Context: an optimization exercise on an open-source flow, tuned for small area, a short achievable clock period and few clock cycles per item. The choices shown serve that exercise and are no tape-out recipe. The RTL was checked by simulation tests, not by an equivalence proof against the original design.

==> ember <==
==> flow/design.v (excerpt) <==
module dge_sha512 (
    input  wire         clk,
    input  wire         rst,             
    input  wire         start,
    input  wire [7:0]   alg,             
    input  wire         resume,
    input  wire [511:0] resume_h,        
    input  wire [63:0]  resume_count,    
    input  wire         abort,
    input  wire         in_valid,
    output wire         in_ready,
    input  wire [63:0]  in_data,
    input  wire         in_last,
    input  wire [3:0]   in_nbytes,
    output wire         busy,
    output reg          done,
    output reg          err,
    output wire [511:0] digest
);
Settings: LEC_CHECK=0, CAP_MARGIN=20, CORE_MARGIN=2, CORE_UTILIZATION=30, SLEW_MARGIN=20, SYNTH_MEMORY_MAX_BITS=8192; clock period 13.0 ns.
run.sh (not shown) runs the stock make flow with config.mk's settings and CLKGATE_MAP_FILE= SYNTH_SCRIPT=/design/flow/synth_recipe.tcl, a recipe that flattens the netlist after the stock synthesis.
==> quartz: changes against ember <==
--- a/flow/design.v
+++ b/flow/design.v
@@ -31,13 +31,19 @@
     reg        first;        
     reg        is384;
     reg [1:0]  fmode;
     reg [3:0]  fp;           
     reg        need80;       
     reg        lenfit;       
-    reg [63:0] count;        
+    reg [60:0] cnt_hi;       
+    reg [2:0]  cnt_lo;       
+    reg [63:0] ib_d;         
+    reg        ib_last;
+    reg [3:0]  ib_n;
+    reg        ib_v;
+    reg        got_last;     
     reg [63:0] a, b, c, d, e, f, g, h;
     reg [63:0] hkw;          
     reg [63:0] w [0:15];     
     reg [63:0] ha [0:3];     
     reg [63:0] he [0:3];     
     integer i;
@@ -109,45 +115,46 @@
         end
     endfunction
     reg [63:0] last_beat;    
     always @(*) begin
         last_beat = 64'd0;
         for (i = 0; i < 8; i = i + 1) begin
-            if (i < in_nbytes)
-                last_beat[8*i +: 8] = in_data[8*i +: 8];
-            else if (i == in_nbytes)
+            if (i < ib_n)
+                last_beat[8*i +: 8] = ib_d[8*i +: 8];
+            else if (i == ib_n)
                 last_beat[8*i +: 8] = 8'h80;
         end
     end
-    wire         last_ok  = (in_nbytes <= 4'd8);
-    wire [7:0]   mark_pos = {1'b0, fp, 3'b000} + {4'd0, in_nbytes};
+    wire         last_ok  = (ib_n <= 4'd8);
+    wire [7:0]   mark_pos = {1'b0, fp, 3'b000} + {4'd0, ib_n};
     wire         alg_ok   = (alg == ALG_SHA384) || (alg == ALG_SHA512);
     wire feed_slot = (state == S_PRE) || (state == S_POST) ||
                      (state == S_RND && (kidx <= 7'd14 || kidx == 7'd80));
     wire feed_want = feed_slot && (fmode != F_END);
-    assign in_ready = feed_want && (fmode == F_DATA);
+    wire feed_data = feed_want && (fmode == F_DATA);
+    wire go   = !(feed_data && !ib_v);
+    wire cons = feed_data && ib_v;       
     assign busy     = (state != S_IDLE);
+    assign in_ready = busy && !got_last && (!ib_v || cons);
     wire take = in_ready && in_valid;
-    wire go   = !(in_ready && !in_valid);
     reg [63:0] pad_word;
     always @(*) begin
         if (need80)
             pad_word = {8'h80, 56'd0};
         else if (lenfit && fp == 4'd14)
-            pad_word = {61'd0, count[63:61]};
+            pad_word = {61'd0, cnt_hi[60:58]};
         else if (lenfit && fp == 4'd15)
-            pad_word = {count[60:0], 3'b000};
+            pad_word = {cnt_hi[57:0], cnt_lo, 3'b000};
         else
             pad_word = 64'd0;
     end
     wire [63:0] feed_word = (fmode == F_DATA) ?
-                            (in_last ? bswap64(last_beat) : bswap64(in_data)) : pad_word;
+                            (ib_last ? bswap64(last_beat) : bswap64(ib_d)) : pad_word;
     wire rot = (state == S_POST) || (state == S_RND && kidx >= 7'd78);
     wire [63:0] sum_a = ha[3] + (first ? 64'd0 : a);
     wire [63:0] sum_e = he[3] + (first ? 64'd0 : e);
-    wire [63:0] hsrc  = (state == S_POST) ? he[2] : g;
     wire [511:0] h_cat = {ha[0], ha[1], ha[2], ha[3], he[0], he[1], he[2], he[3]};
     genvar gi;
     generate
         for (gi = 0; gi < 64; gi = gi + 1) begin : g_dig
             if (gi < 48) begin : g_lo
                 assign digest[8*gi +: 8] = h_cat[511-8*gi -: 8];
@@ -186,13 +193,13 @@
                     done <= 1'b1;
                     err  <= 1'b1;
                 end else begin
                     state <= S_PRE;
                 end
             end
-        end else if (take && in_last && !last_ok) begin
+        end else if (cons && ib_last && !last_ok) begin
             state <= S_IDLE;
             done  <= 1'b1;
             err   <= 1'b1;
         end else if (go) begin
             case (state)
             S_PRE:  state <= S_POST;
@@ -222,24 +229,24 @@
     always @(posedge clk) begin
         if (idle) begin
             first  <= 1'b1;
             fmode  <= F_DATA;
             fp     <= 4'd0;
             need80 <= 1'b0;
-            count  <= resume ? resume_count : 64'd0;
+            cnt_hi <= resume ? resume_count[63:3] : 61'd0;
+            cnt_lo <= 3'd0;
         end else if (go) begin
             if (feed_want) begin
                 fp <= fp + 4'd1;
                 if (fmode == F_DATA) begin
-                    if (in_last) begin
-                        count  <= count + {60'd0, in_nbytes};
+                    cnt_hi <= cnt_hi + {60'd0, !ib_last || ib_n[3]};
+                    if (ib_last) begin
+                        cnt_lo <= ib_n[2:0];
                         fmode  <= F_PAD;
-                        need80 <= (in_nbytes == 4'd8);
+                        need80 <= (ib_n == 4'd8);
                         lenfit <= (mark_pos <= 8'd111) || (fp == 4'd15);
-                    end else begin
-                        count  <= count + 64'd8;
                     end
                 end else begin
                     need80 <= 1'b0;
                     if (fp == 4'd15) begin
                         if (lenfit)
                             fmode <= F_END;
@@ -255,23 +262,41 @@
             end
             default: kidx <= (kidx == 7'd80) ? 7'd0 : kidx + 7'd1;
             endcase
         end
     end
     always @(posedge clk) begin
-        if (go) begin
+        if (idle) begin
+            ib_v     <= 1'b0;
+            got_last <= 1'b0;
+        end else if (take) begin
+            ib_v     <= 1'b1;
+            got_last <= in_last;
+        end else if (cons) begin
+            ib_v     <= 1'b0;
+        end
+        if (take) begin
+            ib_d    <= in_data;
+            ib_last <= in_last;
+            ib_n    <= in_nbytes;
+        end
+    end
+    always @(posedge clk) begin
+        if (idle) begin
+            g <= h_init[63:0];       
+        end else if (go) begin
             w[0] <= feed_want ? feed_word : sched;
             for (i = 1; i < 16; i = i + 1)
                 w[i] <= w[i-1];
-            hkw <= hsrc + k + w[0];
+            hkw <= g + k + w[0];
             if (state == S_POST) begin
                 {a, b, c, d} <= {sum_a, ha[0], ha[1], ha[2]};
                 {e, f, g, h} <= {sum_e, he[0], he[1], he[2]};
-            end else begin
+            end else if (state == S_RND) begin
                 h <= g;
-                g <= f;
+                g <= (kidx == 7'd80) ? he[1] : f;
                 f <= e;
                 e <= e_new;
                 d <= c;
                 c <= b;
                 b <= a;
                 a <= a_new;
==> flow/flow/run.sh (new file) <==
#!/bin/bash
# Standard synthesis, then the standard layout with repair_timing aiming
# at a setup margin below the clock period (the SDC is unchanged).
set -euo pipefail
MARGIN=$(cat flow/margin.txt)
bash standard.sh synth > synth.log 2>&1
bash standard.sh SETUP_SLACK_MARGIN=$MARGIN finish > layout.log 2>&1
==> flow/flow/margin.txt (new file) <==
7
==> flow/standard.sh (new file) <==
#!/bin/bash
# synth_recipe.tcl (not shown) runs the flow's synth.tcl, then flattens the netlist and writes it again
# the make line also repeats each setting of config.mk as NAME=value (left out here)
make -C /OpenROAD-flow-scripts/flow DESIGN_CONFIG=/design/flow/config.mk WORK_HOME=/design/flow/orfs CLKGATE_MAP_FILE= SYNTH_SCRIPT=/design/flow/synth_recipe.tcl "${@:-finish}"
removed: flow/run.sh
==> flow_summary.yaml <==
synthesis:
  ys_seq_elements: 2268
  synth-edff-count: 2187
grt:
  track_usage_pct: 28.8
run_status:
  status: "complete, no violations"
floorplanning:
  dieWidth_um: 669
cells_and_area:
  fin_nets: 13800
timing:
  layout_setup_ws_ps: 6990
Source of the figures above: quartz

==> flow_summary.yaml <==
run_status:
  status: "complete, no violations"
synthesis:
  synth-edff-count: 2121
  ys_seq_elements: 2197
cells_and_area:
  fin_nets: 13800
floorplanning:
  dieWidth_um: 667
grt:
  track_usage_pct: 28.7
Source of the figures above: ember

Testbench counts of ember, summed over its fixed seeds: cycles 55,230, bytes 57,574.
Testbench counts of quartz, summed over its fixed seeds: cycles 55,550, bytes 57,574.

========
==> exp/juniper: inputs <==
Another version of the RTL of dge_sha512 (not shown whole).
Design dge_sha512, start of the top module:
module dge_sha512 (
    input  wire         clk,
    input  wire         rst,             
    input  wire         start,
    input  wire [7:0]   alg,             
    input  wire         resume,
    input  wire [511:0] resume_h,        
    input  wire [63:0]  resume_count,    
    input  wire         abort,
    input  wire         in_valid,
    output reg          in_ready,
    input  wire [63:0]  in_data,
    input  wire         in_last,
    input  wire [3:0]   in_nbytes,
    output reg          busy,
    output reg          done,
    output reg          err,
    output wire [511:0] digest
);
    localparam [1:0] S_IDLE = 2'd0,
                     S_POST = 2'd2,      
                     S_RND  = 2'd3;      
    localparam [1:0] F_DATA = 2'd0,      
                     F_PAD  = 2'd1,      
                     F_END  = 2'd2;      
    localparam [7:0] ALG_SHA384 = 8'h02,
                     ALG_SHA512 = 8'h03;
    reg [1:0]  state;
    reg [6:0]  kidx;         
    reg        first;        
    reg        is384;
    reg        ivload;       
    reg        in_post;      
    reg        in_rnd;       
    reg        k80;          
    reg        rot;          
    reg [1:0]  fmode;
    reg [3:0]  fp;           
    reg        need80;       
    reg        lenfit;       
    reg [60:0] cnt_hi;       
    reg [2:0]  cnt_lo;       
    reg        hv;           
    reg [63:0] a, b, c, d, e, f, g, h;
    reg [63:0] hkw;          
    reg [63:0] s1r, chr;     
    reg [63:0] w [0:15];     
    reg [63:0] ha [0:3];     
    reg [63:0] he [0:3];     
    integer i;
    function [63:0] kconst;
        input [6:0] t;
        case (t)
            7'd0:  kconst = 64'h428a2f98d728ae22; 7'd1:  kconst = 64'h7137449123ef65cd;
            7'd2:  kconst = 64'hb5c0fbcfec4d3b2f; 7'd3:  kconst = 64'he9b5dba58189dbbc;
            7'd4:  kconst = 64'h3956c25bf348b538; 7'd5:  kconst = 64'h59f111f1b605d019;
            7'd6:  kconst = 64'h923f82a4af194f9b; 7'd7:  kconst = 64'hab1c5ed5da6d8118;
            7'd8:  kconst = 64'hd807aa98a3030242; 7'd9:  kconst = 64'h12835b0145706fbe;
  ...
clock: 13.0 ns
lec_check: 0
abc_area: 1
cap_margin: 20
core_margin: 2
core_utilization: 45
place_density: 0.7
slew_margin: 20
synth_memory_max_bits: 8192
standard.sh (not shown) runs the stock make flow with config.mk's settings and CLKGATE_MAP_FILE= SYNTH_SCRIPT=/design/flow/synth_recipe.tcl, a recipe that flattens the netlist after the stock synthesis.
==> flow/flow/run.sh <==
#!/bin/bash
# Standard synthesis, then the standard layout with: repair_timing aiming at
# a setup margin below the clock period (the SDC is unchanged), and a plain
# buffer (flow/port_buffer.txt) on every port.
set -euo pipefail
MARGIN=$(cat flow/margin.txt)
PORTBUF=$(cat flow/port_buffer.txt)
bash standard.sh synth > synth.log 2>&1
bash standard.sh SETUP_SLACK_MARGIN=$MARGIN "BUFFER_PORTS_ARGS=-buffer_cell $PORTBUF" finish > layout.log 2>&1
==> flow/flow/margin.txt <==
8.8
==> flow/flow/port_buffer.txt <==
sky130_fd_sc_hd__buf_1
==> inputs of exp/onyx, as changes to exp/juniper <==
--- a/flow/design.v
+++ b/flow/design.v
@@ -27,15 +27,10 @@
                      ALG_SHA512 = 8'h03;
     reg [1:0]  state;
     reg [6:0]  kidx;         
     reg        first;        
     reg        is384;
-    reg        ivload;       
-    reg        in_post;      
-    reg        in_rnd;       
-    reg        k80;          
-    reg        rot;          
     reg [1:0]  fmode;
     reg [3:0]  fp;           
     reg        need80;       
     reg        lenfit;       
     reg [60:0] cnt_hi;       
@@ -180,11 +175,12 @@
         end
     end
     wire         last_ok  = (in_nbytes <= 4'd8);
     wire [7:0]   mark_pos = {1'b0, fp, 3'b000} + {4'd0, in_nbytes};
     wire         alg_ok   = (alg == ALG_SHA384) || (alg == ALG_SHA512);
-    wire feed_slot = in_post || (in_rnd && (kidx <= 7'd14 || k80));
+    wire feed_slot = (state == S_POST) ||
+                     (state == S_RND && (kidx <= 7'd14 || kidx == 7'd80));
     wire go   = hv;
     wire need = (go && feed_slot && fmode != F_END) || !hv;    
     wire take = in_ready && in_valid;    
     wire fw   = need && (fmode == F_PAD || take);    
     wire [60:0] cnt_inc = cnt_hi + 61'd1;
@@ -199,13 +195,14 @@
         else
             pad_word = 64'd0;
     end
     wire [63:0] feed_word = (fmode == F_DATA) ?
                             (in_last ? bswap64(last_beat) : bswap64(in_data)) : pad_word;
-    wire clr67 = is384 && in_post && (fmode == F_END);
-    wire [63:0] sum_a = add64(ha[3], first ? 64'd0 : a);
-    wire [63:0] sum_e = add64(he[3], first ? 64'd0 : e);
+    wire rot = (state == S_POST) || (state == S_RND && kidx >= 7'd78);
+    wire clr67 = is384 && (state == S_POST) && (fmode == F_END);
+    wire [63:0] sum_a = add64bk(ha[3], first ? 64'd0 : a);
+    wire [63:0] sum_e = add64bk(he[3], first ? 64'd0 : e);
     wire [127:0] hkw_cs = csa(g, k, w[0]);
     wire [511:0] h_cat = {ha[0], ha[1], ha[2], ha[3], he[0], he[1], he[2], he[3]};
     genvar gi;
     generate
         for (gi = 0; gi < 64; gi = gi + 1) begin : g_dig
@@ -216,23 +213,24 @@
     generate
         for (gi = 0; gi < 64; gi = gi + 1) begin : g_rh
             assign rh[511-8*gi -: 8] = resume_h[8*gi +: 8];
         end
     endgenerate
-    wire [511:0] iv = is384 ?
+    wire [511:0] iv = (alg == ALG_SHA384) ?
         {64'hcbbb9d5dc1059ed8, 64'h629a292a367cd507, 64'h9159015a3070dd17, 64'h152fecd8f70e5939,
          64'h67332667ffc00b31, 64'h8eb44a8768581511, 64'hdb0c2e0d64f98fa7, 64'h47b5481dbefa4fa4} :
         {64'h6a09e667f3bcc908, 64'hbb67ae8584caa73b, 64'h3c6ef372fe94f82b, 64'ha54ff53a5f1d36f1,
          64'h510e527fade682d1, 64'h9b05688c2b3e6c1f, 64'h1f83d9abfb41bd6b, 64'h5be0cd19137e2179};
+    wire [511:0] h_init = resume ? rh : iv;
     wire idle = (state == S_IDLE);
     reg [1:0] state_n;
     reg [6:0] kidx_n;
     reg [1:0] fmode_n;
     reg       hv_n, done_n, err_n;
     wire      bad_last = take && in_last && !last_ok;
-    wire [6:0] knext   = in_post ? 7'd1 :
-                         k80 ? 7'd0 : kidx + 7'd1;
+    wire [6:0] knext   = (state == S_POST) ? 7'd1 :
+                         (kidx == 7'd80) ? 7'd0 : kidx + 7'd1;
     always @(*) begin
         state_n    = state;
         done_n     = done;
         err_n      = err;
         if (rst || abort) begin
@@ -307,27 +305,19 @@
         fmode    <= fmode_n;
         done     <= done_n;
         err      <= err_n;
         hv       <= hv_n;
         busy     <= busy_n;
-        in_post  <= (state_n == S_POST);
-        in_rnd   <= (state_n == S_RND);
-        k80      <= (kidx_n == 7'd80);
-        rot      <= (state_n == S_POST) || (state_n == S_RND && kidx_n >= 7'd78);
         in_ready <= busy_n && fmode_n == F_DATA &&
                     ((hv_n && feed_slot_n) || !hv_n);
     end
     always @(posedge clk) begin
         if (idle) begin
-            ivload <= start && !resume;
             if (start) begin
                 is384 <= (alg == ALG_SHA384);
-                {ha[3], ha[0], ha[1], ha[2], he[3], he[0], he[1], he[2]} <= rh;
+                {ha[3], ha[0], ha[1], ha[2], he[3], he[0], he[1], he[2]} <= h_init;
             end
-        end else if (ivload) begin
-            ivload <= 1'b0;
-            {ha[3], ha[0], ha[1], ha[2], he[3], he[0], he[1], he[2]} <= iv;
         end else if (go && rot) begin
             ha[0] <= sum_a; ha[1] <= ha[0]; ha[2] <= ha[1]; ha[3] <= ha[2];
             he[0] <= sum_e; he[1] <= he[0];
             he[2] <= clr67 ? 64'd0 : he[1];
             he[3] <= clr67 ? 64'd0 : he[2];
@@ -355,32 +345,30 @@
                     need80 <= 1'b0;
                     if (fp == 4'd15)
                         lenfit <= 1'b1;
                 end
             end
-            if (go && in_post)
+            if (go && state == S_POST)
                 first <= 1'b0;
         end
     end
     reg [63:0] e_d, f_d, g_d;
     always @(*) begin
         e_d = e;
         f_d = f;
         g_d = g;
         if (idle) begin
-            g_d = rh[63:0];          
-        end else if (ivload) begin
-            g_d = iv[63:0];
+            g_d = h_init[63:0];      
         end else if (go) begin
-            if (in_post) begin
+            if (state == S_POST) begin
                 e_d = sum_e;
                 f_d = he[0];
                 g_d = he[1];
-            end else if (in_rnd) begin
+            end else if (state == S_RND) begin
                 e_d = e_new;
                 f_d = e;
-                g_d = k80 ? he[1] : f;
+                g_d = (kidx == 7'd80) ? he[1] : f;
             end
         end
     end
     always @(posedge clk) begin
         e   <= e_d;
@@ -398,14 +386,14 @@
     always @(posedge clk) begin
         if (!idle && go) begin
             for (i = 1; i < 16; i = i + 1)
                 w[i] <= w[i-1];
             hkw <= add64bk(hkw_cs[63:0], hkw_cs[127:64]);
-            if (in_post) begin
+            if (state == S_POST) begin
                 {a, b, c, d} <= {sum_a, ha[0], ha[1], ha[2]};
                 h <= he[2];
-            end else if (in_rnd) begin
+            end else if (state == S_RND) begin
                 h <= g;
                 d <= c;
                 c <= b;
                 b <= a;
                 a <= a_new;
==> flow/flow/margin.txt (replaced) <==
8.5
--- a/flow/config.mk
+++ b/flow/config.mk
@@ -7,8 +7,10 @@
 export LEC_CHECK = 0
 export ABC_AREA = 1
 export CAP_MARGIN = 20
 export CORE_MARGIN = 2
 export CORE_UTILIZATION = 45
+export CTS_CLUSTER_DIAMETER = 60
+export CTS_CLUSTER_SIZE = 20
 export PLACE_DENSITY = 0.7
 export SLEW_MARGIN = 20
 export SYNTH_MEMORY_MAX_BITS = 8192
==> flow_summary_export.csv <==
group,metric,value,unit
cells_and_area,n_all_buffers,1979,
cells_and_area,seq_area_frac,0.420,
global_route,pin_count_of_the_biggest_net_entering_global_routing,189,
sta,final-max-slew-violation-count,0,
cells_and_area,fillers,24319,
synth,xor_and_xnor_area_share_after_synthesis,0.0379,
outcome,run_status,"complete, no violations",
That was exp/juniper.
==> flow_summary_export.csv <==
group,metric,value,unit
outcome,violated_checks,"slew limit",
cells_and_area,fillers,25325,
cells_and_area,seq_area_frac,0.443,
synth,xor_and_xnor_area_share_after_synthesis,0.0414,
cells_and_area,n_all_buffers,1563,
outcome,run_status,"finished with violations",
sta,final-max-slew-violation-count,47,
That was exp/onyx.
Testbench counts of exp/juniper, summed over its fixed seeds: cycles 55,230, bytes 57,574.
Testbench counts of exp/onyx, summed over its fixed seeds: cycles 55,230, bytes 57,574.

[afterwards: timing with drivers on the ports]
Ports are ideal in the flow. The routed layouts listed here were re-timed in OpenROAD.
Step 1, drivers: a clkbuf_16 drives clk and a buf_2 each remaining input, both assumed.
Step 2 also shifts input and output timing later by t, the mid clock arrival at the registers, as if the neighbouring blocks saw the same clock.
a / b / c = ideal ports / drivers / drivers and shift; a / b = the first two.
run | shift t [ns] | setup WS [ns] | worst setup path at the end | worst data-port slew with drivers (ns) | cell pins on the clock port's net
ember | 1.038 | 5.646 / 5.646 / 4.732 | input to register | 0.37 | 1
quartz | 1.042 | 6.995 / 6.889 / 6.414 | input to register | 0.41 | 1
exp/juniper | 1.044 | 8.459 / 8.459 / 7.749 | input to register | 0.42 | 1
exp/onyx | 1.014 | 8.199 / 8.199 / 7.435 | input to register | 0.25 | 1
For ember, which loses most, drivers alone change the setup slack by 0.000 ns; drivers and shift together by -0.914 ns.
